What follows belongs to an exercise in optimizing a design on an open flow for small area, a short achievable clock period and few clock cycles per item; a production flow would make more cautious choices. Function was checked by simulation only, so behaviour that the tests miss may differ from the original.

==> exp/yarrow: inputs <==
==> flow/design.v (excerpt) <==
module lake_mx_enc (
    input  wire         clk,
    input  wire         rst,         
    input  wire         in_valid,
    output wire         in_ready,
    input  wire [3:0]   in_fmt,      
    input  wire         in_ovf,      
    input  wire [511:0] in_vals,     
    input  wire [31:0]  in_stain,    
    output reg          out_valid,
    output wire [7:0]   out_scale,
    output wire [255:0] out_data,
    output wire [5:0]   out_novf
);
    assign in_ready = 1'b1;
    integer i, b;
    reg          v1, v2;
    reg  [3:0]   i_fmt;
    reg          i_ovf;
    reg  [511:0] i_vals;
    reg  [31:0]  i_stain;
    always @(posedge clk) begin
        i_fmt   <= in_fmt;
        i_ovf   <= in_ovf;
        i_vals  <= in_vals;
        i_stain <= in_stain;
    end
    wire f4 = (i_fmt == 4'd4);
    wire f5 = (i_fmt == 4'd5);
    wire f6 = (i_fmt == 4'd6);
    wire f7 = (i_fmt == 4'd7);
    wire f8 = !(f4 | f5 | f6 | f7);
    reg  [7:0] emax;
    reg  [4:0] gmax;        
    reg  [4:0] gs0;         
    reg  [2:0] kk;          
    always @* begin
        case (1'b1)
            f4:      begin emax = 8'd8;  gmax = 5'd15; gs0 = 5'd7;  kk = 3'd4; end
            f5:      begin emax = 8'd15; gmax = 5'd30; gs0 = 5'd15; kk = 3'd5; end
            f6:      begin emax = 8'd4;  gmax = 5'd7;  gs0 = 5'd3;  kk = 3'd5; end
            f7:      begin emax = 8'd2;  gmax = 5'd3;  gs0 = 5'd1;  kk = 3'd6; end
            default: begin emax = 8'd0;  gmax = 5'd1;  gs0 = 5'd1;  kk = 3'd1; end
        endcase
    end
  ...
Settings: LEC_CHECK=0, ABC_AREA=1, ABC_CLOCK_PERIOD_IN_PS=30000, CAP_MARGIN=30, CORE_MARGIN=2, CORE_UTILIZATION=40, CTS_CLUSTER_DIAMETER=100, CTS_CLUSTER_SIZE=25, SLEW_MARGIN=20; clock period 50.0 ns.
standard.sh (not shown) runs the stock make flow with config.mk's settings and CLKGATE_MAP_FILE= SYNTH_SCRIPT=/design/flow/synth_recipe.tcl, a recipe that flattens the netlist after the stock synthesis.
==> flow/flow/run.sh <==
#!/bin/bash
# Layout flow: the standard flow (standard.sh, all steps) with two
# changes to how the layout is made:
#  - the buffers that placement puts on the ports are sky130_fd_sc_hd__buf_1
#    rather than the resizer's default pick (every port still gets one);
#  - before detailed placement, output registers left far from their port's
#    buffer are given the stronger flip-flop of the same kind (upsize_out.tcl).
set -euo pipefail
export BUFFER_PORTS_ARGS="-buffer_cell sky130_fd_sc_hd__buf_1"
export PRE_DETAIL_PLACE_TCL="$PWD/flow/upsize_out.tcl"
bash standard.sh > standard.log 2>&1
==> flow/flow/upsize_out.tcl <==
# Output registers whose Q net is long get a stronger flip-flop of the same
# kind (sky130_fd_sc_hd__dfxtp_4): each drives its port's buffer over that wire.
set db_ [ord::get_db]
set blk_ [ord::get_db_block]
set strong_ [$db_ findMaster sky130_fd_sc_hd__dfxtp_4]
set dbu_ [$blk_ getDbUnitsPerMicron]
set n_ 0
foreach inst [$blk_ getInsts] {
  set name [$inst getName]
  if {![string match "o_*" $name] && ![string match "out_valid*" $name]} { continue }
  if {[[$inst getMaster] getName] ne "sky130_fd_sc_hd__dfxtp_1"} { continue }
  set net [[$inst findITerm Q] getNet]
  set xs {}; set ys {}
  foreach it [$net getITerms] {
    set loc [[$it getInst] getLocation]
    lappend xs [lindex $loc 0]; lappend ys [lindex $loc 1]
  }
  foreach bt [$net getBTerms] {
    set bb [$bt getBBox]
    lappend xs [$bb xMin]; lappend ys [$bb yMin]
  }
  set hp [expr {([tcl::mathfunc::max {*}$xs] - [tcl::mathfunc::min {*}$xs] + [tcl::mathfunc::max {*}$ys] - [tcl::mathfunc::min {*}$ys]) / double($dbu_)}]
  if {$hp > 40.0} {
    $inst swapMaster $strong_
    incr n_
  }
}
puts "upsize_out: $n_ output flip-flops made sky130_fd_sc_hd__dfxtp_4"
==> inputs of exp/juniper, as changes to exp/yarrow <==
--- a/flow/design.v
+++ b/flow/design.v
@@ -18,34 +18,26 @@
 );
     wire       sub  = xin[8];
     wire       spec = !xin[8] & (&xin[7:0]);
     wire       fnz  = |f;
     wire       nan  = spec & fnz;
     wire       inf  = spec & !fnz;
     wire [2:0] bl   = xin[2:0];
     wire [9:0] xs   = {xin[8], xin};
-    reg  [4:0] glo, h0, h1;
-    reg        c, c0, c1;
+    reg  [9:0] G;
+    reg        c;
     integer    k;
     always @* begin
         c = sub;
-        for (k = 0; k < 5; k = k + 1) begin
-            glo[k] = xs[k] ^ nsp[k] ^ c;
-            c      = (xs[k] & nsp[k]) | (c & (xs[k] ^ nsp[k]));
-        end
-        c0 = 1'b0; c1 = 1'b1;
-        for (k = 5; k < 10; k = k + 1) begin
-            h0[k-5] = xs[k] ^ nsp[k] ^ c0;
-            c0      = (xs[k] & nsp[k]) | (c0 & (xs[k] ^ nsp[k]));
-            h1[k-5] = xs[k] ^ nsp[k] ^ c1;
-            c1      = (xs[k] & nsp[k]) | (c1 & (xs[k] ^ nsp[k]));
+        for (k = 0; k < 10; k = k + 1) begin
+            G[k] = xs[k] ^ nsp[k] ^ c;
+            c    = (xs[k] & nsp[k]) | (c & (xs[k] ^ nsp[k]));
         end
     end
-    wire [9:0] G    = {c ? h1 : h0, glo};
     wire       gpos = !G[9] & (|G[8:0]);
     wire       gle8 = G[9] & (!(&G[8:3]) | (G[2:0] == 3'd0));    
     wire       fm   = (e4 & f[6] & f[5] & (f[4] | (f[3] & (|f[2:0])))) |
                       ((e5 | e6) & (&f[6:4])) |
                       (e7 & (&f[6:5])) |
                       (i8 & (&f[6:0]));
     wire       gtm  = !G[9] & ((|G[8:5]) | (e4 & G[4]) | (e5 & (&G[4:0])) | (e6 & (|G[4:3])) |
                       (e7 & (|G[4:2])) | (i8 & (|G[4:1])));    
@@ -137,22 +129,30 @@
     output wire [5:0]   out_novf
 );
     assign in_ready = 1'b1;
     integer i, b;
     reg          v1, v2;
     reg  [3:0]   i_fmt;
     reg          i_ovf;
     reg  [511:0] i_vals;
-    reg  [31:0]  i_stain;
+    reg  [31:0]  i_cand;
+    wire [31:0]  c0;
+    genvar       gv;
+    generate
+        for (gv = 0; gv < 32; gv = gv + 1) begin : s1v
+            assign c0[gv] = (in_vals[16*gv+14 -: 8] != 8'hFF) && !in_stain[gv];
+        end
+    endgenerate
+    integer      gq;
     always @(posedge clk) begin
         i_fmt   <= in_fmt;
         i_ovf   <= in_ovf;
         i_vals  <= in_vals;
-        i_stain <= in_stain;
+        i_cand  <= c0;
     end
     wire f4 = (i_fmt == 4'd4);
     wire f5 = (i_fmt == 4'd5);
     wire f6 = (i_fmt == 4'd6);
     wire f7 = (i_fmt == 4'd7);
     wire f8 = !(f4 | f5 | f6 | f7);
     reg  [7:0] emax;
     reg  [4:0] gmax;        
@@ -162,31 +162,29 @@
         case (1'b1)
             f4:      begin emax = 8'd8;  gmax = 5'd15; gs0 = 5'd7;  kk = 3'd4; end
             f5:      begin emax = 8'd15; gmax = 5'd30; gs0 = 5'd15; kk = 3'd5; end
             f6:      begin emax = 8'd4;  gmax = 5'd7;  gs0 = 5'd3;  kk = 3'd5; end
             f7:      begin emax = 8'd2;  gmax = 5'd3;  gs0 = 5'd1;  kk = 3'd6; end
             default: begin emax = 8'd0;  gmax = 5'd1;  gs0 = 5'd1;  kk = 3'd1; end
         endcase
     end
-    reg  [31:0] cand;
     reg        any_nan, nz;
     reg  [8:0] xin [0:31];
     reg  [2:0] bl;
     reg  [7:0] xv;
     reg  [6:0] fv;
     always @* begin
         any_nan = 1'b0;
         nz      = 1'b0;
         for (i = 0; i < 32; i = i + 1) begin
             xv = i_vals[16*i+14 -: 8];
             fv = i_vals[16*i+6 -: 7];
-            cand[i] = (xv != 8'hFF) && !i_stain[i];
             if (xv == 8'hFF && fv != 7'd0) any_nan = 1'b1;
-            if (xv != 8'hFF && !i_stain[i] && fv != 7'd0) nz = 1'b1;
+            if (i_cand[i] && fv != 7'd0) nz = 1'b1;
             bl = 3'd0;
             for (b = 0; b < 7; b = b + 1)
                 if (fv[b]) bl = b[2:0] + 3'd1;
             if (xv == 8'd0)
                 xin[i] = {5'b11111, bl != 3'd0, bl};
             else
                 xin[i] = {1'b0, xv};
         end
@@ -202,53 +200,36 @@
         end
     endfunction
     function gt8;
         input [7:0] a, b;
         gt8 = gt4(a[7:4], b[7:4]) | ((a[7:4] == b[7:4]) & gt4(a[3:0], b[3:0]));
     endfunction
     reg  [7:0] gm [0:6];
     reg  [7:0] al;
-    integer    gq, mb;
+    integer    mb;
     always @* begin
         for (gq = 0; gq < 4; gq = gq + 1) begin
-            al = cand[8*gq +: 8];
+            al = i_cand[8*gq +: 8];
             for (mb = 7; mb >= 0; mb = mb - 1) begin
                 gm[gq][mb] = 1'b0;
                 for (i = 0; i < 8; i = i + 1) gm[gq][mb] = gm[gq][mb] | (al[i] & i_vals[16*(8*gq+i)+7+mb]);
                 for (i = 0; i < 8; i = i + 1) al[i] = al[i] & (i_vals[16*(8*gq+i)+7+mb] | !gm[gq][mb]);
             end
         end
         gm[4] = gt8(gm[0], gm[1]) ? gm[0] : gm[1];
         gm[5] = gt8(gm[2], gm[3]) ? gm[2] : gm[3];
         gm[6] = gt8(gm[4], gm[5]) ? gm[4] : gm[5];
     end
     wire [7:0] xm = gm[6];
-    reg        zm, lt;
-    reg        ltg;
-    always @* begin
-        zm = 1'b1;
-        lt = 1'b1;
-        for (gq = 0; gq < 4; gq = gq + 1) begin
-            zm = zm & (gm[gq] == 8'd0);
-            case (1'b1)
-                f4:      ltg = (gm[gq][7:3] == 5'd0);
-                f5:      ltg = (gm[gq][7:4] == 4'd0) && (gm[gq][3:0] != 4'hF);
-                f6:      ltg = (gm[gq][7:2] == 6'd0);
-                f7:      ltg = (gm[gq][7:1] == 7'd0);
-                default: ltg = 1'b0;
-            endcase
-            lt = lt & ltg;
-        end
-    end
-    wire [7:0] xd    = xm - emax;
-    wire [9:0] nd    = {5'd0, gmax} - {2'd0, xm};
-    wire [7:0] scale = zm ? (nz ? 8'd0 : 8'd127) : lt ? 8'd0 : xd;
-    wire [9:0] nsp   = zm ? (nz ? {5'd0, gs0} : {5'd0, gs0} - 10'd127) :
-                       lt ? {5'd0, gs0} : nd;
+    wire [8:0] xd = {1'b0, xm} - {1'b0, emax};
+    wire       zm = (xm == 8'd0);
+    wire [7:0] scale = zm ? (nz ? 8'd0 : 8'd127) : xd[8] ? 8'd0 : xd[7:0];
+    wire [9:0] nsp = zm ? (nz ? {5'd0, gs0} : {5'd0, gs0} - 10'd127) :
+                     xd[8] ? {5'd0, gs0} : {5'd0, gmax} - {2'd0, xm};
     reg  [8:0]  r_x  [0:31];
     reg  [6:0]  r_f  [0:31];
     reg  [31:0] r_s;
     reg  [9:0]  r_nsp;
     reg  [7:0]  r_scale;
     reg  [2:0]  r_kk;
     reg         r_f4, r_f5, r_f6, r_f7, r_f8, r_nanp, r_nanblk;
     always @(posedge clk) begin
==> flow/flow/run.sh (replaced) <==
#!/bin/bash
# Layout flow: the standard flow (standard.sh, all steps) with these
# changes to how the layout is made:
#  - the buffers that placement puts on the ports are sky130_fd_sc_hd__buf_1
#    rather than the resizer's default pick (every port still gets one);
#  - before detailed placement (pre_dpl.tcl), an output port whose register
#    sits far from it gets its buffer moved next to the register and made
#    sky130_fd_sc_hd__buf_4 (move_obuf.tcl), and output registers still far
#    from their port's buffer get the stronger flip-flop of the same kind
#    (upsize_out.tcl); the other output port buffers are made
#    sky130_fd_sc_hd__buf_2 (obuf2.tcl).
# standard.sh's output goes to standard.log; ORFS keeps each step's log
# under orfs/logs.
set -euo pipefail
export BUFFER_PORTS_ARGS="-buffer_cell sky130_fd_sc_hd__buf_1"
export PRE_DETAIL_PLACE_TCL="$PWD/flow/pre_dpl.tcl"
bash standard.sh > standard.log 2>&1
==> flow/flow/move_obuf.tcl (new file) <==
# Output ports whose register was placed far from the port: the port's buffer
# is moved next to the register and made sky130_fd_sc_hd__buf_4, so that it,
# not the register, drives the long wire to the port.
set db_ [ord::get_db]
set blk_ [ord::get_db_block]
set strong_ [$db_ findMaster sky130_fd_sc_hd__buf_4]
set dbu_ [$blk_ getDbUnitsPerMicron]
set n_ 0
foreach bt [$blk_ getBTerms] {
  if {[$bt getIoType] ne "OUTPUT"} { continue }
  set pnet [$bt getNet]
  foreach it [$pnet getITerms] {
    set buf [$it getInst]
    if {[[$buf getMaster] getName] ne "sky130_fd_sc_hd__buf_1"} { continue }
    set anet [[$buf findITerm A] getNet]
    set drv ""
    foreach it2 [$anet getITerms] {
      if {[$it2 getInst] ne $buf} { set drv [$it2 getInst] }
    }
    if {$drv eq ""} { continue }
    set bl [$buf getLocation]
    set fl [$drv getLocation]
    set d [expr {(abs([lindex $bl 0] - [lindex $fl 0]) + abs([lindex $bl 1] - [lindex $fl 1])) / double($dbu_)}]
    if {$d > 80.0} {
      $buf setLocation [lindex $fl 0] [lindex $fl 1]
      $buf swapMaster $strong_
      incr n_
    }
  }
}
puts "move_obuf: $n_ port buffers moved next to their registers"
==> flow/flow/obuf2.tcl (new file) <==
# Output port buffers still sky130_fd_sc_hd__buf_1 are made
# sky130_fd_sc_hd__buf_2: the outputs are due before the next clock edge.
set db_ [ord::get_db]
set blk_ [ord::get_db_block]
set b2_ [$db_ findMaster sky130_fd_sc_hd__buf_2]
set n_ 0
foreach bt [$blk_ getBTerms] {
  if {[$bt getIoType] ne "OUTPUT"} { continue }
  foreach it [[$bt getNet] getITerms] {
    set buf [$it getInst]
    if {[[$buf getMaster] getName] eq "sky130_fd_sc_hd__buf_1"} {
      $buf swapMaster $b2_
      incr n_
    }
  }
}
puts "obuf2: $n_ output port buffers made sky130_fd_sc_hd__buf_2"
==> flow/flow/pre_dpl.tcl (new file) <==
# Run before detailed placement (PRE_DETAIL_PLACE_TCL): shorten the paths
# from the output registers to the ports.
set flow_dir_ [file dirname [file normalize [info script]]]
source $flow_dir_/move_obuf.tcl
source $flow_dir_/upsize_out.tcl
source $flow_dir_/obuf2.tcl
- CTS_BUF_LIST: default -> sky130_fd_sc_hd__clkbuf_16
- CTS_CLUSTER_DIAMETER: 100 -> 120
- SLEW_MARGIN: 20 -> 45
==> inputs of exp/delta, as changes to exp/yarrow <==
--- a/flow/design.v
+++ b/flow/design.v
@@ -18,34 +18,26 @@
 );
     wire       sub  = xin[8];
     wire       spec = !xin[8] & (&xin[7:0]);
     wire       fnz  = |f;
     wire       nan  = spec & fnz;
     wire       inf  = spec & !fnz;
     wire [2:0] bl   = xin[2:0];
     wire [9:0] xs   = {xin[8], xin};
-    reg  [4:0] glo, h0, h1;
-    reg        c, c0, c1;
+    reg  [9:0] G;
+    reg        c;
     integer    k;
     always @* begin
         c = sub;
-        for (k = 0; k < 5; k = k + 1) begin
-            glo[k] = xs[k] ^ nsp[k] ^ c;
-            c      = (xs[k] & nsp[k]) | (c & (xs[k] ^ nsp[k]));
-        end
-        c0 = 1'b0; c1 = 1'b1;
-        for (k = 5; k < 10; k = k + 1) begin
-            h0[k-5] = xs[k] ^ nsp[k] ^ c0;
-            c0      = (xs[k] & nsp[k]) | (c0 & (xs[k] ^ nsp[k]));
-            h1[k-5] = xs[k] ^ nsp[k] ^ c1;
-            c1      = (xs[k] & nsp[k]) | (c1 & (xs[k] ^ nsp[k]));
+        for (k = 0; k < 10; k = k + 1) begin
+            G[k] = xs[k] ^ nsp[k] ^ c;
+            c    = (xs[k] & nsp[k]) | (c & (xs[k] ^ nsp[k]));
         end
     end
-    wire [9:0] G    = {c ? h1 : h0, glo};
     wire       gpos = !G[9] & (|G[8:0]);
     wire       gle8 = G[9] & (!(&G[8:3]) | (G[2:0] == 3'd0));    
     wire       fm   = (e4 & f[6] & f[5] & (f[4] | (f[3] & (|f[2:0])))) |
                       ((e5 | e6) & (&f[6:4])) |
                       (e7 & (&f[6:5])) |
                       (i8 & (&f[6:0]));
     wire       gtm  = !G[9] & ((|G[8:5]) | (e4 & G[4]) | (e5 & (&G[4:0])) | (e6 & (|G[4:3])) |
                       (e7 & (|G[4:2])) | (i8 & (|G[4:1])));    
@@ -217,38 +209,21 @@
                 for (i = 0; i < 8; i = i + 1) al[i] = al[i] & (i_vals[16*(8*gq+i)+7+mb] | !gm[gq][mb]);
             end
         end
         gm[4] = gt8(gm[0], gm[1]) ? gm[0] : gm[1];
         gm[5] = gt8(gm[2], gm[3]) ? gm[2] : gm[3];
         gm[6] = gt8(gm[4], gm[5]) ? gm[4] : gm[5];
     end
     wire [7:0] xm = gm[6];
-    reg        zm, lt;
-    reg        ltg;
-    always @* begin
-        zm = 1'b1;
-        lt = 1'b1;
-        for (gq = 0; gq < 4; gq = gq + 1) begin
-            zm = zm & (gm[gq] == 8'd0);
-            case (1'b1)
-                f4:      ltg = (gm[gq][7:3] == 5'd0);
-                f5:      ltg = (gm[gq][7:4] == 4'd0) && (gm[gq][3:0] != 4'hF);
-                f6:      ltg = (gm[gq][7:2] == 6'd0);
-                f7:      ltg = (gm[gq][7:1] == 7'd0);
-                default: ltg = 1'b0;
-            endcase
-            lt = lt & ltg;
-        end
-    end
-    wire [7:0] xd    = xm - emax;
-    wire [9:0] nd    = {5'd0, gmax} - {2'd0, xm};
-    wire [7:0] scale = zm ? (nz ? 8'd0 : 8'd127) : lt ? 8'd0 : xd;
-    wire [9:0] nsp   = zm ? (nz ? {5'd0, gs0} : {5'd0, gs0} - 10'd127) :
-                       lt ? {5'd0, gs0} : nd;
+    wire [8:0] xd = {1'b0, xm} - {1'b0, emax};
+    wire       zm = (xm == 8'd0);
+    wire [7:0] scale = zm ? (nz ? 8'd0 : 8'd127) : xd[8] ? 8'd0 : xd[7:0];
+    wire [9:0] nsp = zm ? (nz ? {5'd0, gs0} : {5'd0, gs0} - 10'd127) :
+                     xd[8] ? {5'd0, gs0} : {5'd0, gmax} - {2'd0, xm};
     reg  [8:0]  r_x  [0:31];
     reg  [6:0]  r_f  [0:31];
     reg  [31:0] r_s;
     reg  [9:0]  r_nsp;
     reg  [7:0]  r_scale;
     reg  [2:0]  r_kk;
     reg         r_f4, r_f5, r_f6, r_f7, r_f8, r_nanp, r_nanblk;
     always @(posedge clk) begin
- SLEW_MARGIN: 20 -> 60
==> qor summary <==
Worst reg2reg setup slack: exp/delta 39.07 ns; exp/juniper 38.93 ns; exp/yarrow 37.21 ns
Total detailed-routing wirelength: exp/delta 536000 um; exp/juniper 506000 um; exp/yarrow 546000 um
Multiplexer area fraction after synthesis: exp/delta 0.282%; exp/juniper 0.276%; exp/yarrow 1.01%
Die outline area: exp/delta 0.249 sq mm; exp/juniper 0.249 sq mm; exp/yarrow 0.249 sq mm
Met3 usage in global routing: exp/delta 13.3%; exp/juniper 14.6%; exp/yarrow 15.4%
Width of the die: exp/delta 499 um; exp/juniper 499 um; exp/yarrow 499 um
Worst hold margin: exp/delta 0.335 ns; exp/juniper 0.335 ns; exp/yarrow 0.335 ns
Core utilization of the finished layout: exp/delta 45.2%; exp/juniper 44.3%; exp/yarrow 44.4%
Total core area: exp/delta 0.244 sq mm; exp/juniper 0.243 sq mm; exp/yarrow 0.244 sq mm
Met1 WL: exp/delta 200000 um; exp/juniper 187000 um; exp/yarrow 207000 um
Final cell area excluding filler cells: exp/delta 0.110 sq mm; exp/juniper 0.108 sq mm; exp/yarrow 0.108 sq mm
Count of non-CTS buffers in the layout: exp/delta 1034; exp/juniper 986; exp/yarrow 1042
Outcome: exp/delta finished clean; exp/juniper finished clean; exp/yarrow finished clean
Number of distinct library cell variants in the gate-level netlist after synthesis: exp/delta 69; exp/juniper 63; exp/yarrow 67
Dpl cell area: exp/delta 0.107 sq mm; exp/juniper 0.105 sq mm; exp/yarrow 0.105 sq mm
Worst Setup Slack post-DPL: exp/delta 39.37 ns; exp/juniper 39.19 ns; exp/yarrow 37.79 ns
Max-slew headroom at the worst pin: exp/delta 52.1%; exp/juniper 37.2%; exp/yarrow 17.6%
Launch instance of the worst min-delay path: exp/delta i_vals[415]$_DFF_P_; exp/juniper i_vals[15]$_DFF_P_; exp/yarrow i_vals[399]$_DFF_P_
Met1 track demand over resource: exp/delta 51.3%; exp/juniper 46.9%; exp/yarrow 52.9%
Half-perimeter wire length after detailed placement: exp/delta 414000 um; exp/juniper 385000 um; exp/yarrow 424000 um
Xor/xnor share of the synthesized area: exp/delta 3.49%; exp/juniper 3.48%; exp/yarrow 3.44%
Compound-cell area share of the yosys netlist: exp/delta 17.5%; exp/juniper 17.5%; exp/yarrow 17.6%
Testbench counts of exp/yarrow, summed over its fixed seeds: cycles 8,024, items 8,000.
Testbench counts of exp/juniper, summed over its fixed seeds: cycles 8,024, items 8,000.
Testbench counts of exp/delta, summed over its fixed seeds: cycles 8,024, items 8,000.

-- port drivers added, routing unchanged --
The results above use ideal ports. As a check the final layouts listed here were re-extracted and re-timed, cells and wires unchanged. Step 1 (the two cells are an assumption about what drives the block):
set clk [get_ports {clk}]
set_driving_cell -lib_cell sky130_fd_sc_hd__clkbuf_16 $clk
set_driving_cell -lib_cell sky130_fd_sc_hd__buf_2 [delete_from_list [all_inputs] $clk]
Step 2 also shifts input and output timing later by t, the mid clock arrival at the registers, as if the neighbouring blocks saw the same clock. Three values: ideal, step 1, step 2; two values: the first two.
| run | t, ns | setup WS [ns] | hold slack, ns | worst setup path after step 2 | cell pins on the clock port's net |
|---|---|---|---|---|---|
| exp/yarrow | 0.930 | 37.208 / 37.208 / 37.208 | 0.335 / 0.335 / 0.335 | register to register | 1 |
| exp/juniper | 0.909 | 38.681 / 38.578 / 38.926 | 0.335 / 0.335 / 0.335 | register to register | 1 |
| exp/delta | 0.930 | 38.426 / 38.322 / 39.070 | 0.335 / 0.335 / 0.335 | register to register | 1 |
After both steps every run listed still meets setup and hold.
